What follows belongs to an exercise in optimizing a design on an open flow for small area and a short achievable clock period; a production flow would make more cautious choices.
RTL that was checked went through simulation tests only; none was proved equivalent to the original.
Power and IR drop assume default switching activity.

Design row_ecc, start of the top module:
module row_ecc (
    input  wire        clk,
    input  wire        in_valid,
    input  wire [71:0] word,        
    input  wire        eraen,       
    input  wire [6:0]  ecol,        
    input  wire        wr,          
    input  wire [63:0] wdata,       
    input  wire [63:0] wmask,       
    output reg         out_valid,
    output reg  [71:0] rword,       
    output wire        ue,          
    output wire        upset,       
    output wire [1:0]  ncorr,       
    output wire [6:0]  ccol,        
    output reg         ecbad,       
    output wire [71:0] wword        
);
For scale: ~1300 cells after synthesis, about 160 flip-flops, ~370 I/O pins, about 12000 um2 of cells after synthesis.
Settings: LEC_CHECK=0, CAP_MARGIN=20, CORE_MARGIN=2, CORE_UTILIZATION=30, SLEW_MARGIN=20, TNS_END_PERCENT=0; clock period 14.0 ns.
standard.sh (not shown) runs the stock make flow with config.mk's settings and CLKGATE_MAP_FILE= SYNTH_SCRIPT=/design/flow/synth_recipe.tcl, a recipe that flattens the netlist after the stock synthesis.
==> flow/flow/run.sh <==
#!/bin/bash
set -o pipefail
export BUFFER_PORTS_ARGS="-buffer_cell sky130_fd_sc_hd__buf_1"
export SETUP_SLACK_MARGIN=7.5
bash standard.sh > standard.log 2>&1
==> next run, changes <==
==> flow/flow/run.sh (replaced) <==
#!/bin/bash
set -o pipefail
export BUFFER_PORTS_ARGS="-buffer_cell sky130_fd_sc_hd__buf_1"
export SETUP_SLACK_MARGIN=6.5
bash standard.sh > standard.log 2>&1
Effect:
- sequential share of layout area increases by 1.8 points
- synthesized area stays the same
- worst setup slack is worse by 0.36 ns
- power decreases by 14%
- die area does not change
- wire length decreases by 2.8%
- first-iteration DRC count increases by 1.9%
- final cell count decreases by 2.5%
- via count decreases by 2.0%
- worst hold slack is worse by 0.0098 ns
- count of clock-buffer cells in the layout increases by 2
==> next run, changes <==
==> flow/flow/run.sh (replaced) <==
#!/bin/bash
set -o pipefail
export BUFFER_PORTS_ARGS="-buffer_cell sky130_fd_sc_hd__buf_1"
export SETUP_SLACK_MARGIN=9
bash standard.sh > standard.log 2>&1
GPL_TIMING_DRIVEN = 1   (was not set)
Outcome: The changed run finished with timing, DRC and antenna clean. Synthesized area does not change. First-iteration DRC count is lower by 1.9%. Synthesized cell count does not change. Wire length is higher by 2.9%. Die area is unchanged. Maximum frequency is higher by 5.1%. Hold slack improved by 0.0098 ns. Core utilization is higher by 3.8 points.
==> next run, changes <==
==> flow/flow/run.sh (replaced) <==
#!/bin/bash
set -o pipefail
export BUFFER_PORTS_ARGS="-buffer_cell sky130_fd_sc_hd__buf_1"
export SETUP_SLACK_MARGIN=7
bash standard.sh > standard.log 2>&1
CORE_UTILIZATION = 45   (was 30)
GPL_TIMING_DRIVEN = not set   (was 1)
After rerunning:
- The changed run went through all stages and came out clean
- total power is lower by about 2.2%
- via count is higher by 2.7%
- global-route usage is higher by 14 points
- cell count is lower by 8.5%
- die area is lower by 33%
- clock power is lower by about 1%
- worst setup slack improved by 0.0066 ns

========
Starting RTL as in the previous note.
==> flow/config.mk <==
export PLATFORM = sky130hd
export DESIGN_NAME = row_ecc
export DESIGN_NICKNAME = row_ecc
export VERILOG_FILES = /design/flow/design.v
export SDC_FILE = /design/flow/constraint.sdc
export NUM_CORES = 4
export LEC_CHECK = 0
export CAP_MARGIN = 0
export CORE_MARGIN = 2
export CORE_UTILIZATION = 30
export CTS_BUF_LIST = sky130_fd_sc_hd__clkbuf_4 sky130_fd_sc_hd__clkbuf_8
export SLEW_MARGIN = 0
export TNS_END_PERCENT = 0
==> flow/constraint.sdc <==
create_clock -name core_clock -period 14.0 [get_ports {clk}]
set_input_delay 2.8000 -clock core_clock [delete_from_list [all_inputs] [get_ports {clk}]]
set_output_delay 2.8000 -clock core_clock [all_outputs]
set_load 0.01 [all_outputs]
==> flow/flow/run.sh <==
#!/bin/bash
set -o pipefail
export BUFFER_PORTS_ARGS="-buffer_cell sky130_fd_sc_hd__buf_1"
export SETUP_SLACK_MARGIN=7
bash standard.sh > standard.log 2>&1
The first run produced a clean layout.
Rerun with:
==> flow/flow/run.sh (replaced) <==
#!/bin/bash
set -o pipefail
export BUFFER_PORTS_ARGS="-buffer_cell sky130_fd_sc_hd__buf_1"
export SETUP_SLACK_MARGIN=8
bash standard.sh > standard.log 2>&1
==> flow/config.mk (replaced) <==
export PLATFORM = sky130hd
export DESIGN_NAME = row_ecc
export DESIGN_NICKNAME = row_ecc
export VERILOG_FILES = /design/flow/design.v
export SDC_FILE = /design/flow/constraint.sdc
export NUM_CORES = 4
export LEC_CHECK = 0
export CAP_MARGIN = 20
export CORE_MARGIN = 2
export CORE_UTILIZATION = 45
export SLEW_MARGIN = 20
export TNS_END_PERCENT = 0
=> The new run completed without violations. Design area came out higher by 3.7%. Non-clock buffer count climbs by 6. First-iteration DRC count goes up by 25%. Total power increases by 11%. Clock power rose by 48%. Critical path depth decreases by 2. Synthesized area stays the same. Count of clock-buffer cells in the layout went down by 3. Worst hold slack improved by 0.044 ns. Wire length shrinks by 1.6%.
Rerun with:
==> flow/flow/run.sh (replaced) <==
#!/bin/bash
set -o pipefail
export BUFFER_PORTS_ARGS="-buffer_cell sky130_fd_sc_hd__buf_1"
export SETUP_SLACK_MARGIN=7
bash standard.sh > standard.log 2>&1
--- a/flow/config.mk
+++ b/flow/config.mk
@@ -9,3 +9,3 @@
 export CORE_MARGIN = 2
-export CORE_UTILIZATION = 45
+export CORE_UTILIZATION = 30
 export SLEW_MARGIN = 20
What happened: Non-clock buffer count is lower by 44; wire length is higher by 0.63%; total power is lower by about 13%; worst setup slack is worse by 0.21 ns; sequential cell count is unchanged; clock power barely changes; area after synthesis stays the same.
Rerun with:
==> flow/flow/run.sh (replaced) <==
#!/bin/bash
set -o pipefail
export BUFFER_PORTS_ARGS="-buffer_cell sky130_fd_sc_hd__buf_1"
export SETUP_SLACK_MARGIN=8
bash standard.sh > standard.log 2>&1
Utilization grows by 3.8 points. First-iteration DRC count increases by 4.6%. Sequential share of layout area is lower by 1.8 points. Final area climbs by 9.8%. Global-route usage goes up by 0.22 points. Clock-buffer cell count is lower by 2. Total power goes up by 16%.
Rerun with:
==> flow/flow/run.sh (replaced) <==
#!/bin/bash
set -o pipefail
export BUFFER_PORTS_ARGS="-buffer_cell sky130_fd_sc_hd__buf_1"
export SETUP_SLACK_MARGIN=6
bash standard.sh > standard.log 2>&1
Setup slack gets worse by 0.90 ns. Global-route usage went down by 0.65 points. Combinational power went down by a quarter to a third.

========
Setup of before:
The RTL this note starts from:
==> flow/design.v <==
module row_ecc (
    input  wire        clk,
    input  wire        in_valid,
    input  wire [71:0] word,        
    input  wire        eraen,       
    input  wire [6:0]  ecol,        
    input  wire        wr,          
    input  wire [63:0] wdata,       
    input  wire [63:0] wmask,       
    output reg         out_valid,
    output wire [71:0] rword,       
    output wire        ue,          
    output wire        upset,       
    output wire [1:0]  ncorr,       
    output wire [6:0]  ccol,        
    output reg         ecbad,       
    output wire [71:0] wword        
);
    function [7:0] h;
        input [6:0] j;
        begin
            case (j)
                7'd0:  h = 8'h07; 7'd1:  h = 8'h0B; 7'd2:  h = 8'h0D; 7'd3:  h = 8'h0E;
                7'd4:  h = 8'h13; 7'd5:  h = 8'h15; 7'd6:  h = 8'h16; 7'd7:  h = 8'h19;
                7'd8:  h = 8'h1A; 7'd9:  h = 8'h1C; 7'd10: h = 8'h23; 7'd11: h = 8'h25;
                7'd12: h = 8'h26; 7'd13: h = 8'h29; 7'd14: h = 8'h2A; 7'd15: h = 8'h2C;
                7'd16: h = 8'h31; 7'd17: h = 8'h32; 7'd18: h = 8'h34; 7'd19: h = 8'h38;
                7'd20: h = 8'h43; 7'd21: h = 8'h45; 7'd22: h = 8'h46; 7'd23: h = 8'h49;
                7'd24: h = 8'h4A; 7'd25: h = 8'h4C; 7'd26: h = 8'h51; 7'd27: h = 8'h52;
                7'd28: h = 8'h54; 7'd29: h = 8'h58; 7'd30: h = 8'h61; 7'd31: h = 8'h62;
                7'd32: h = 8'h64; 7'd33: h = 8'h68; 7'd34: h = 8'h70; 7'd35: h = 8'h83;
                7'd36: h = 8'h85; 7'd37: h = 8'h86; 7'd38: h = 8'h89; 7'd39: h = 8'h8A;
                7'd40: h = 8'h8C; 7'd41: h = 8'h91; 7'd42: h = 8'h92; 7'd43: h = 8'h94;
                7'd44: h = 8'h98; 7'd45: h = 8'hA1; 7'd46: h = 8'hA2; 7'd47: h = 8'hA4;
                7'd48: h = 8'hA8; 7'd49: h = 8'hB0; 7'd50: h = 8'hC1; 7'd51: h = 8'hC2;
                7'd52: h = 8'hC4; 7'd53: h = 8'hC8; 7'd54: h = 8'hD0; 7'd55: h = 8'hE0;
                7'd56: h = 8'h1F; 7'd57: h = 8'h2F; 7'd58: h = 8'h37; 7'd59: h = 8'h3B;
                7'd60: h = 8'h3D; 7'd61: h = 8'h3E; 7'd62: h = 8'hF1; 7'd63: h = 8'hF2;
                7'd64: h = 8'h01; 7'd65: h = 8'h02; 7'd66: h = 8'h04; 7'd67: h = 8'h08;
                7'd68: h = 8'h10; 7'd69: h = 8'h20; 7'd70: h = 8'h40; 7'd71: h = 8'h80;
                default: h = 8'h00;
            endcase
        end
    endfunction
    integer j;
    reg [7:0] syn;
    always @(*) begin
        syn = 8'h00;
        for (j = 0; j < 72; j = j + 1)
            if (word[j]) syn = syn ^ h(j[6:0]);
    end
    wire       era_ok = eraen && (ecol <= 7'd71);
    wire       nz     = |syn;
    wire [7:0] s2     = syn ^ h(ecol);    
    wire       g2     = era_ok && nz;
    wire [15:0] lo1, hi1, lo2, hi2;
    genvar v;
    generate
        for (v = 0; v < 16; v = v + 1) begin : g_nib
            assign lo1[v] = (syn[3:0] == v);
            assign hi1[v] = (syn[7:4] == v);
            assign lo2[v] = (s2[3:0] == v);
            assign hi2[v] = (s2[7:4] == v) && g2;
        end
    endgenerate
    reg [71:0] m1, m2, f;
    reg [6:0]  idx;                       
    reg [7:0]  c;
    always @(*) begin
        idx = 7'd0;
        for (j = 0; j < 72; j = j + 1) begin
            c     = h(j[6:0]);
            m1[j] = lo1[c[3:0]] && hi1[c[7:4]];
            m2[j] = lo2[c[3:0]] && hi2[c[7:4]];
            f[j]  = m1[j] || m2[j];
            if (f[j]) idx = idx | j[6:0];
        end
    end
    wire single = |m1;
    wire dbl    = |m2;
    wire [71:0] rpart = word ^ f;
    wire [63:0] mpart = (wdata & wmask) | (rpart[63:0] & ~wmask);
    reg [71:0] rpart_q;
    reg [63:0] mpart_q;
    reg [6:0]  idx_q, ecol_q;
    reg        single_q, dbl_q, nz_q, fw_q, ume_q;
    always @(posedge clk) begin
        out_valid <= in_valid;
        nz_q      <= nz;
        fw_q      <= wr && (&wmask);
        ecbad     <= eraen && (ecol > 7'd71);
        rpart_q   <= rpart;
        mpart_q   <= mpart;
        idx_q     <= idx;
        ecol_q    <= ecol;
        single_q  <= single;
        dbl_q     <= dbl;
        ume_q     <= (ecol < 7'd64) && !wmask[ecol[5:0]];
    end
    function [7:0] encode;
        input [63:0] d;
        integer k;
        begin
            encode = 8'h00;
            for (k = 0; k < 64; k = k + 1)
                if (d[k]) encode = encode ^ h(k[6:0]);
        end
    endfunction
    wire dblm = dbl_q && ume_q;      
    assign ue    = nz_q && !single_q && !dbl_q;
    assign upset = nz_q && !single_q && !dbl_q && !fw_q;
    reg [71:0] fe, fem;
    always @(*) begin
        for (j = 0; j < 72; j = j + 1) begin
            fe[j]  = dbl_q  && (ecol_q == j[6:0]);
            fem[j] = dblm && (ecol_q == j[6:0]);
        end
    end
    wire [63:0] lanes = mpart_q ^ fem[63:0];
    assign rword = rpart_q ^ fe;
    assign wword = {encode(lanes), lanes};
    assign ncorr = {dbl_q, single_q};
    assign ccol  = single_q ? idx_q : !dbl_q ? 7'd0 : (idx_q < ecol_q) ? idx_q : ecol_q;
endmodule
clock: 14.0 ns
lec_check: 0
cap_margin: 20
core_margin: 2
core_utilization: 30
gpl_timing_driven: 1
slew_margin: 20
tns_end_percent: 0
==> flow/flow/run.sh <==
#!/bin/bash
set -o pipefail
export BUFFER_PORTS_ARGS="-buffer_cell sky130_fd_sc_hd__buf_1"
export SETUP_SLACK_MARGIN=7.5
bash standard.sh > standard.log 2>&1
Inputs modified between before and after:
- a deleted GPL_TIMING_DRIVEN that had been 1
==> flow/flow/run.sh <==
#!/bin/bash
set -o pipefail
export BUFFER_PORTS_ARGS="-buffer_cell sky130_fd_sc_hd__buf_1"
export SETUP_SLACK_MARGIN=8
bash standard.sh > standard.log 2>&1
Notes after the runs:
- after vs. before: cell area rose about 18%, utilization of the core after routing saw an increase, worst setup slack went up 530 ps.
Function was not checked in any run of this note: the RTL went through the layout flow alone.

separate check: timing with driven ports:
The flow's constraints put no driver on any port. The routed layouts listed below were extracted and timed again, unchanged, in two steps. Step 1 (the two cells are an assumption about what drives the block):
set clk [get_ports {clk}]
set_driving_cell -lib_cell sky130_fd_sc_hd__clkbuf_16 $clk
set_driving_cell -lib_cell sky130_fd_sc_hd__buf_2 [delete_from_list [all_inputs] $clk]
Step 2 also shifts input and output timing later by t, the mid clock arrival at the registers, as if the neighbouring blocks saw the same clock. Three values: ideal, step 1, step 2; two values: the first two.
run | t, ns | setup slack, ns | hold slack, ns | worst setup path after step 2 | slew at the worst register clock pin (ns)
the first run of note 1 | 0.503 | 6.827 / 6.864 / 6.361 | 2.459 / 2.425 / 2.928 | input to register | 0.08 / 0.08
the second run of note 1 | 0.501 | 6.463 / 6.464 / 5.963 | 2.449 / 2.436 / 2.937 | input to register | 0.07 / 0.07
the third run of note 1 | 0.503 | 6.827 / 6.864 / 6.361 | 2.459 / 2.425 / 2.928 | input to register | 0.08 / 0.08
the fourth run of note 1 | 0.477 | 6.834 / 6.840 / 6.363 | 2.473 / 2.453 / 2.930 | input to register | 0.09 / 0.09
the first run of note 2 | 0.530 | 6.858 / 6.851 / 6.321 | 2.411 / 2.401 / 2.930 | input to register | 0.10 / 0.10
the second run of note 2 | 0.475 | 6.949 / 6.924 / 6.450 | 2.455 / 2.435 / 2.910 | input to register | 0.08 / 0.08
the third run of note 2 | 0.500 | 6.738 / 6.730 / 6.230 | 2.451 / 2.441 / 2.941 | input to register | 0.07 / 0.07
the fourth run of note 2 | 0.503 | 6.827 / 6.864 / 6.361 | 2.459 / 2.425 / 2.928 | input to register | 0.08 / 0.08
the fifth run of note 2 | 0.500 | 5.927 / 5.941 / 5.441 | 2.451 / 2.437 / 2.937 | input to register | 0.07 / 0.07
before | 0.508 | 7.323 / 7.357 / 6.849 | 2.444 / 2.412 / 2.920 | input to register | 0.09 / 0.09
after | 0.502 | 7.850 / 7.875 / 7.374 | 2.446 / 2.417 / 2.919 | input to register | 0.09 / 0.09
After both steps every run listed still meets setup and hold. For the first run of note 2, which loses most, drivers alone change the setup slack by -0.007 ns; drivers and shift together by -0.537 ns.
